What follows belongs to an exercise in optimizing a design on an open flow for small area, a short achievable clock period and few clock cycles per item; a production flow would make more cautious choices. In this exercise RTL edits were held to simulation tests only and were not proved equivalent to the original. Power figures rest on the tool's default switching activity, not on a simulated workload.

[design/flow/config.mk]
export PLATFORM = sky130hd
export DESIGN_NAME = cmp_coder
export DESIGN_NICKNAME = cmp_coder
export VERILOG_FILES = /design/flow/design.v
export SDC_FILE = /design/flow/constraint.sdc
export NUM_CORES = 4
export LEC_CHECK = 0
export CAP_MARGIN = 20
export CORE_MARGIN = 2
export CORE_UTILIZATION = 40
export SLEW_MARGIN = 20
[design/flow/constraint.sdc]
create_clock -name core_clock -period 11.0 [get_ports {clk}]
set_input_delay 2.2000 -clock core_clock [delete_from_list [all_inputs] [get_ports {clk}]]
set_output_delay 2.2000 -clock core_clock [all_outputs]
set_load 0.01 [all_outputs]
[design/flow/design.v]
module cmp_coder (
    input  wire        clk,
    input  wire        rst,
    input  wire        start,
    input  wire        cfg_cfa,
    input  wire [1:0]  cfg_depth,
    input  wire [14:0] cfg_height,
    output wire        busy,
    input  wire        in_valid,
    input  wire [15:0] in_data,
    output wire        in_ready,
    output wire        out_valid,
    output wire [31:0] out_data,
    input  wire        out_ready,
    output wire        blk_valid,
    output wire [18:0] blk_len,
    output wire [7:0]  blk_chk,
    output wire        blk_raw,
    output wire        blk_last
);
    localparam ST_IDLE  = 3'd0;
    localparam ST_IN    = 3'd1;
    localparam ST_CODE  = 3'd2;
    localparam ST_EMIT  = 3'd3;
    localparam ST_DRAIN = 3'd4;
    localparam ST_PAD   = 3'd5;
    localparam ST_BLK   = 3'd6;
    reg [2:0] state;
    reg        cfa;
    reg [1:0]  depth;
    reg [14:0] height;
    wire [4:0]  bits = 5'd10 + {2'b00, depth, 1'b0};
    wire [15:0] half = 16'd1 << (bits - 5'd1);
    wire [15:0] mask = (depth == 2'd3) ? 16'hFFFF : ((16'd1 << bits) - 16'd1);
    reg [5:0]  x;
    reg [14:0] y;
    reg [15:0] hist [1:130];
    reg [23:0] ctx_a [0:31];
    reg [6:0]  ctx_n [0:31];
    reg [15:0] raw_r;
    reg [15:0] pred_r;
    reg [4:0]  ctx_r;
    reg        blk_end_r;
    reg        frame_end_r;
    reg [4:0]  blk_lines_m1;
    reg [16:0] code_val_r;
    reg [6:0]  code_len_r;
    reg [79:0] acc;
    reg [6:0]  fill;
    reg [18:0] wcnt;
    reg [7:0]  crc;
    integer i, j, c;
    wire [15:0] pix = in_data & mask;
    wire        s2  = cfa;
    wire        y_lt_s = s2 ? (y < 15'd2) : (y < 15'd1);
    wire        x_lt_s = s2 ? (x < 6'd2) : (x < 6'd1);
    wire        d_out  = s2 ? (x >= 6'd62) : (x == 6'd63);
    wire [15:0] h_a = s2 ? hist[2]   : hist[1];
    wire [15:0] h_b = s2 ? hist[128] : hist[64];
    wire [15:0] h_c = s2 ? hist[130] : hist[65];
    wire [15:0] h_d = s2 ? hist[126] : hist[63];
    reg [15:0] na, nb, nc, nd;
    always @(*) begin
        if (y_lt_s && x_lt_s) begin
            na = half; nb = half; nc = half; nd = half;
        end else if (y_lt_s) begin
            na = h_a; nb = h_a; nc = h_a; nd = h_a;
        end else begin
            nb = h_b;
            na = x_lt_s ? h_b : h_a;
            nc = x_lt_s ? h_b : h_c;
            nd = d_out  ? h_b : h_d;
        end
    end
    wire [15:0] mx_ab = (na > nb) ? na : nb;
    wire [15:0] mn_ab = (na > nb) ? nb : na;
    reg  [15:0] pred;
    always @(*) begin
        if (nc >= mx_ab)      pred = mn_ab;
        else if (nc <= mn_ab) pred = mx_ab;
        else                  pred = na + nb - nc;
    end
    wire [15:0] g_db = (nd > nb) ? nd - nb : nb - nd;
    wire [15:0] g_bc = (nb > nc) ? nb - nc : nc - nb;
    wire [15:0] g_ca = (nc > na) ? nc - na : na - nc;
    wire [17:0] grad = {2'b00, g_db} + {2'b00, g_bc} + {2'b00, g_ca};
    wire [17:0] grad_s = grad >> (bits - 5'd8);
    wire [2:0] cls = (grad_s[17:6] != 12'd0) ? 3'd7 :
                     grad_s[5] ? 3'd6 :
                     grad_s[4] ? 3'd5 :
                     grad_s[3] ? 3'd4 :
                     grad_s[2] ? 3'd3 :
                     grad_s[1] ? 3'd2 :
                     grad_s[0] ? 3'd1 : 3'd0;
    wire [1:0] ph  = cfa ? {y[0], x[0]} : 2'b00;
    wire [4:0] ctx = {ph, cls};
    wire last_x     = (x == 6'd63);
    wire last_line  = (y == height - 15'd1);
    wire blk_end    = last_x && ((y[4:0] == 5'd31) || last_line);
    wire [15:0] diff = (raw_r - pred_r) & mask;
    wire        neg  = (diff >= half);
    wire [16:0] m    = neg ? {~diff & mask, 1'b1} : {diff, 1'b0};
    wire [23:0] cur_a = ctx_a[ctx_r];
    wire [6:0]  cur_n = ctx_n[ctx_r];
    reg [4:0] k;
    reg       k_done;
    always @(*) begin
        k = 5'd0;
        k_done = 1'b0;
        for (j = 0; j < 17; j = j + 1) begin
            if (!k_done) begin
                if ((({17'd0, cur_n} << j) < cur_a) && (j < bits))
                    k = j + 1;
                else
                    k_done = 1'b1;
            end
        end
    end
    wire [16:0] q     = m >> k;
    wire        esc   = (q >= 17'd32);
    wire [16:0] m_low = m & ((17'd1 << k) - 17'd1);
    wire [16:0] code_val = esc ? m : ((17'd1 << k) | m_low);
    wire [6:0]  code_len = esc ? (7'd32 + {2'b00, bits}) : (q[6:0] + 7'd1 + {2'b00, k});
    wire [79:0] code_shifted = {63'd0, code_val_r} << (7'd80 - fill - code_len_r);
    wire [23:0] a_inc = cur_a + {7'd0, m};
    wire [6:0]  n_inc = cur_n + 7'd1;
    reg [7:0] crc_next;
    always @(*) begin
        crc_next = crc;
        for (c = 31; c >= 0; c = c - 1)
            crc_next = {crc_next[6:0], 1'b0} ^ ((crc_next[7] ^ acc[48 + c]) ? 8'h07 : 8'h00);
    end
    wire [5:0]  blk_lines = {1'b0, blk_lines_m1} + 6'd1;
    wire [10:0] raw_words = {5'd0, blk_lines} * {5'd0, bits, 1'b0};
    assign busy      = (state != ST_IDLE);
    assign in_ready  = (state == ST_IN);
    assign out_valid = ((state == ST_DRAIN) && (fill >= 7'd32)) ||
                       ((state == ST_PAD) && (fill != 7'd0));
    assign out_data  = acc[79:48];
    assign blk_valid = (state == ST_BLK);
    assign blk_len   = wcnt;
    assign blk_chk   = crc;
    assign blk_raw   = (wcnt >= {8'd0, raw_words});
    assign blk_last  = frame_end_r;
    always @(posedge clk) begin
        if (rst) begin
            state <= ST_IDLE;
        end else begin
            case (state)
            ST_IDLE: begin
                if (start) begin
                    cfa    <= cfg_cfa;
                    depth  <= cfg_depth;
                    height <= cfg_height;
                    x      <= 6'd0;
                    y      <= 15'd0;
                    acc    <= 80'd0;
                    fill   <= 7'd0;
                    wcnt   <= 19'd0;
                    crc    <= 8'd0;
                    for (i = 0; i < 32; i = i + 1) begin
                        ctx_a[i] <= (cfg_depth == 2'd0) ? 24'd16 :
                                    (cfg_depth == 2'd1) ? 24'd64 :
                                    (cfg_depth == 2'd2) ? 24'd256 : 24'd1024;
                        ctx_n[i] <= 7'd1;
                    end
                    state <= ST_IN;
                end
            end
            ST_IN: begin
                if (in_valid) begin
                    raw_r        <= pix;
                    pred_r       <= pred;
                    ctx_r        <= ctx;
                    blk_end_r    <= blk_end;
                    frame_end_r  <= last_x && last_line;
                    blk_lines_m1 <= y[4:0];
                    hist[1] <= pix;
                    for (i = 2; i <= 130; i = i + 1)
                        hist[i] <= hist[i - 1];
                    x <= x + 6'd1;
                    if (last_x)
                        y <= y + 15'd1;
                    state <= ST_CODE;
                end
            end
            ST_CODE: begin
                code_val_r <= code_val;
                code_len_r <= code_len;
                if (n_inc == 7'd64) begin
                    ctx_a[ctx_r] <= a_inc >> 1;
                    ctx_n[ctx_r] <= 7'd32;
                end else begin
                    ctx_a[ctx_r] <= a_inc;
                    ctx_n[ctx_r] <= n_inc;
                end
                state <= ST_EMIT;
            end
            ST_EMIT: begin
                acc   <= acc | code_shifted;
                fill  <= fill + code_len_r;
                state <= ST_DRAIN;
            end
            ST_DRAIN: begin
                if (fill >= 7'd32) begin
                    if (out_ready) begin
                        acc  <= acc << 32;
                        fill <= fill - 7'd32;
                        crc  <= crc_next;
                        wcnt <= wcnt + 19'd1;
                    end
                end else if (blk_end_r) begin
                    state <= ST_PAD;
                end else begin
                    state <= ST_IN;
                end
            end
            ST_PAD: begin
                if (fill == 7'd0) begin
                    state <= ST_BLK;
                end else if (out_ready) begin
                    acc   <= 80'd0;
                    fill  <= 7'd0;
                    crc   <= crc_next;
                    wcnt  <= wcnt + 19'd1;
                    state <= ST_BLK;
                end
            end
            ST_BLK: begin
                wcnt  <= 19'd0;
                crc   <= 8'd0;
                state <= frame_end_r ? ST_IDLE : ST_IN;
            end
            default: state <= ST_IDLE;
            endcase
        end
    end
endmodule
[design/flow/run.sh]
#!/bin/bash
# synth_recipe.tcl (not shown) runs the flow's synth.tcl, then flattens the netlist and writes it again
# the make line also repeats each setting of config.mk as NAME=value (left out here)
make -C /OpenROAD-flow-scripts/flow DESIGN_CONFIG=/design/flow/config.mk WORK_HOME=/design/flow/orfs CLKGATE_MAP_FILE= SYNTH_SCRIPT=/design/flow/synth_recipe.tcl finish
==> reports/results.md <==
* complete, no violations — result of the run
* 20.0% — total track usage
* 517 mm — wire length of the first global-routing pass
* 510 ps — Slowest Stage Delay on Critical Path
* 74.1 ps — skew final
* 104 — number of top-level pins
* 0.0983 GHz — FMAX
* 0 — cts hold-fix bufs
* yes — CTS tree
* 0.345 mm2 — Die Footprint
* 9062 — Mapped Cells
* 23.1% — relative slew slack
* 72.3% — proportion of synthesized chip area in sequential cells
* 0% — share of synthesized registers carrying an async set or reset
* ctx_r[0] — endpoint of the worst-slack reg-to-reg timing path
* hist[35][0] — worst hold endpoint
* edfxtp_1 — main flop type after synthesis
* 354 mm — WL final
* flip-flop to flip-flop — start-to-end type of the worst setup path
* 0 — GR Overflow Total
* 0 — Final Slew Violations
* 3280 — number of synthesized register bits
* 231 uV — Worst IR Drop VDD
* flip-flop — critical path startpoint category
* 10.7% — ratio of cells with drive above 1 in the final layout
* 27.8% — met1 track utilization from global routing
* 21 — maximum fanout along the worst path
* 10170 ps — fin crit period
* 4 — buffer depth of the longest clock path
* 0.339 mm2 — placeable core region
* 9541 — Mapped Nets
* 0 — number of nets still failing antenna checks after routing
* 830 ps — R2R Setup Slk
* 1150 ps — Worst-Margin Slew
* 104 — count of distinct cell types in the synthesized netlist
* 2.92% — met3 Resource Use GR
* 15.0 um2 — Synth Area per Inst
* 11620 ps — Data required, critical path
* 9768 — Final nets
* 7 — number of detailed-routing iterations run before antenna repair
* clkbuf_16 — library cell used as clock root buffer
* 5.49 — post-detailed-route via-to-cell ratio
* 0 — DRC
* a21o_1 — most used cell along the critical path
* 13.2% — synthesis-to-finish area growth
* 225 mm — dpl hpwl
* 0.0985 mm2 — FF+latch area
* 39 — number of cell instances on the worst register-to-register path
* 214 — Placement Rows
* 217 mW/mm2 — Power Dens Cells
* cfa — launch instance of the worst register-to-register path
* 10 — number of antenna violations at the first check in global routing
* 0.136 mm2 — area of the mapped netlist
* 92.5% — final worst-path cycle share
* compound AO/OA/AOI/OAI gates — family with the most delay on the worst path
* 25.1 um — drt wl/cell
* 31.7% — GR Util met2
* hist[34][0] — startpoint of the tightest hold check path
* a2111oi_0 — cell type of the slowest stage on the worst timing path
* flip-flop — nature of the critical path endpoint
* 333 — total CTS buffers
* 7 — Buf+Inv Stages, Crit Path
* 103 — Port Buffers
* 0 — number of max-capacitance violations reported
* no — RSZ-0062 raised after global routing
* 3280 — CTS sink count
* 0.908 — placer's final routability congestion estimate
* met2 — gr busiest metal
* 40.1% — Initial Utilization
* 0 — final count of hold timing violations
* 29595 — number of fill cells in the layout
* 2 — number of warning messages in the yosys log
* 587 um — Die Width
* 218 — maximum number of pins on one net before global-route repair
* 8188 — First DRT Iteration DRCs
* 77375 — via count
* 910 ps — clock latency at the later pin of the worst-skew pair
* 0 — Hold Path Depth
* 45.4% — final core occ
* 10790 ps — CP Data Arrival Time
* 0.0346 mm2 — total area of multi-input combinational cells
* 54.0 nW — leakage power figure
* 3277 — number of synthesized flops with an enable pin
* 0 ps — setup_tns
* 5 — htree depth
* 587 um — height of the chip
* 60 ps — clock edge transition at the registers on the reported setup and hold paths
* 0 — total of endpoints with negative setup slack in the final report
* flip-flop to flip-flop — hold crit path type
* 76251 — number of global-route vias before repair
[synth_stat cells, drive strengths merged, types with 44 or more instances]
cell type	number	area (um2)
a21o	121	908
a21oi	319	1610
and2	44	275
buf	162	1080
clkbuf	344	1290
edfxtp	3277	98400
fa	47	941
ha	393	4920
inv	269	1010
mux2	56	634
mux2i	581	5820
mux4	52	1170
nand2	549	2070
nand3	77	390
nand4	66	425
nor2	1174	4410
nor4	78	596
o21ai	362	1810
o22ai	223	1400
xnor2	211	1850
xor2	59	517
[layer usage]
metal  vias up  part of all wire, %
met3       766                  7.3
met4         0                  4.1
li1      34356                    -
met5         -                    0
met1     39043                   42
met2      3210                   46
[cell type report]
| type | count | area share, % |
|---|---|---|
| Clock inverter | 207 | 1.30 |
| Clock buffer | 398 | 5.66 |
| Tap cell | 4536 | 3.68 |
| Sequential cell | 3280 | 63.9 |
| Timing Repair Buffer | 398 | 2.33 |
| Antenna cell | 6 | 0.00974 |
| Inverter | 270 | 0.658 |
| Multi-Input combinational cell | 5006 | 22.5 |
[logic make-up (layout without fill, tap and decap cells)]
group                      after synthesis  count (layout)  share of synthesized area (%)
xor gates and xnor gates               270             270                           1.74
buffers and inverters                  776            1273                           2.49
and+or+nand+nor                       2230            2230                           7.16
muxes                                  689             689                           5.60
other                                    1               7                        0.00276
adders and majority gates              440             440                           4.30
DFF                                   3280            3280                           72.3
AOI/OAI and AO/OA                     1376            1376                           6.36
[stage by stage]
stage / setup WS (ps) / hold slack [ps] / power [mW] / instance area, um2 / cells
floorplan: -44710 / 400 / 20.4 / 136000 / 9062
global placement: 606 / 401 / 22.4 / 143000 / 13484
detailed placement: 688 / 405 / 22.4 / 143000 / 13485
CTS: 596 / 323 / 33.6 / 154000 / 14090
global route: 131 / 329 / 34.9 / 154000 / 14100
finish: 827 / 353 / 33.4 / 154000 / 14101
[worst max-delay path by stage]
| stage | from | to | cells after the start |
|---|---|---|---|
| 6_report | cfa | ctx_r[0] | 39 |
| 5_1_grt | cfa | ctx_r[0] | 39 |
| 4_1_cts | y[5] | ctx_r[0] | 40 |
| 3_5_place_dp | y[5] | ctx_r[0] | 40 |
| 3_3_place_gp | y[9] | ctx_r[0] | 40 |
| 2_1_floorplan | in_valid | blk_end_r | 1 |
[power by group]
part           total [mW]  internal, mW  switching (mW)
registers            14.6          14.4           0.220
clock network        11.2          6.39            4.76
logic                7.60          2.78            4.83
total                33.4          23.6            9.81
[flip-flops by register name, summed over array words and instances (netlist names), 7 cells and up]
register    flops
acc            80
code_len_r      7
code_val_r     17
crc             8
ctx_a         768
ctx_n         224
fill            7
height         15
hist         2080
pred_r         16
wcnt           19
y              15
[placed cells by master, fill, tap and decap left out, types with 57 or more instances in the layout]
cell type	count
a21o_1	121
a21oi_1	313
buf_4	268
clkbuf_1	57
clkbuf_16	339
clkdlybuf4s50_1	103
clkinv_1	85
edfxtp_1	3277
ha_1	393
inv_1	265
mux2i_1	568
nand2_1	511
nand3_1	74
nand4_1	64
nor2_1	1166
nor4_1	59
o21ai_0	351
o22ai_1	222
xnor2_1	210
xor2_1	59
[timing repair]
action,CTS,global route
resized for setup,0,1
setup endpoints to repair,0,1
buffers inserted,0,0
Testbench counts, summed over its fixed seeds: cycles 340,335, pixels 80,512.

[port drivers added, routing unchanged]
The flow's constraints put no driver on any port. The routed layout listed below was extracted and timed again, unchanged, in two steps. Step 1 assumes that a clkbuf_16 drives the clock port and a buf_2 every other input. Step 2, shift: input delay + t, output delay - t, t = (earliest + latest rising clock arrival at the registers) / 2. This alone moves slack from input paths to output paths. a / b / c = ideal / step 1 / step 2; a / b = the first two.
t, ns: 0.985
slack for setup (ns): 0.827 / 0.827 / 0.827
worst setup path after step 2: register to register
After both steps setup and hold are still met in this run. The setup slack of this run moves by 0.000 ns with the drivers and by 0.000 ns with both steps.
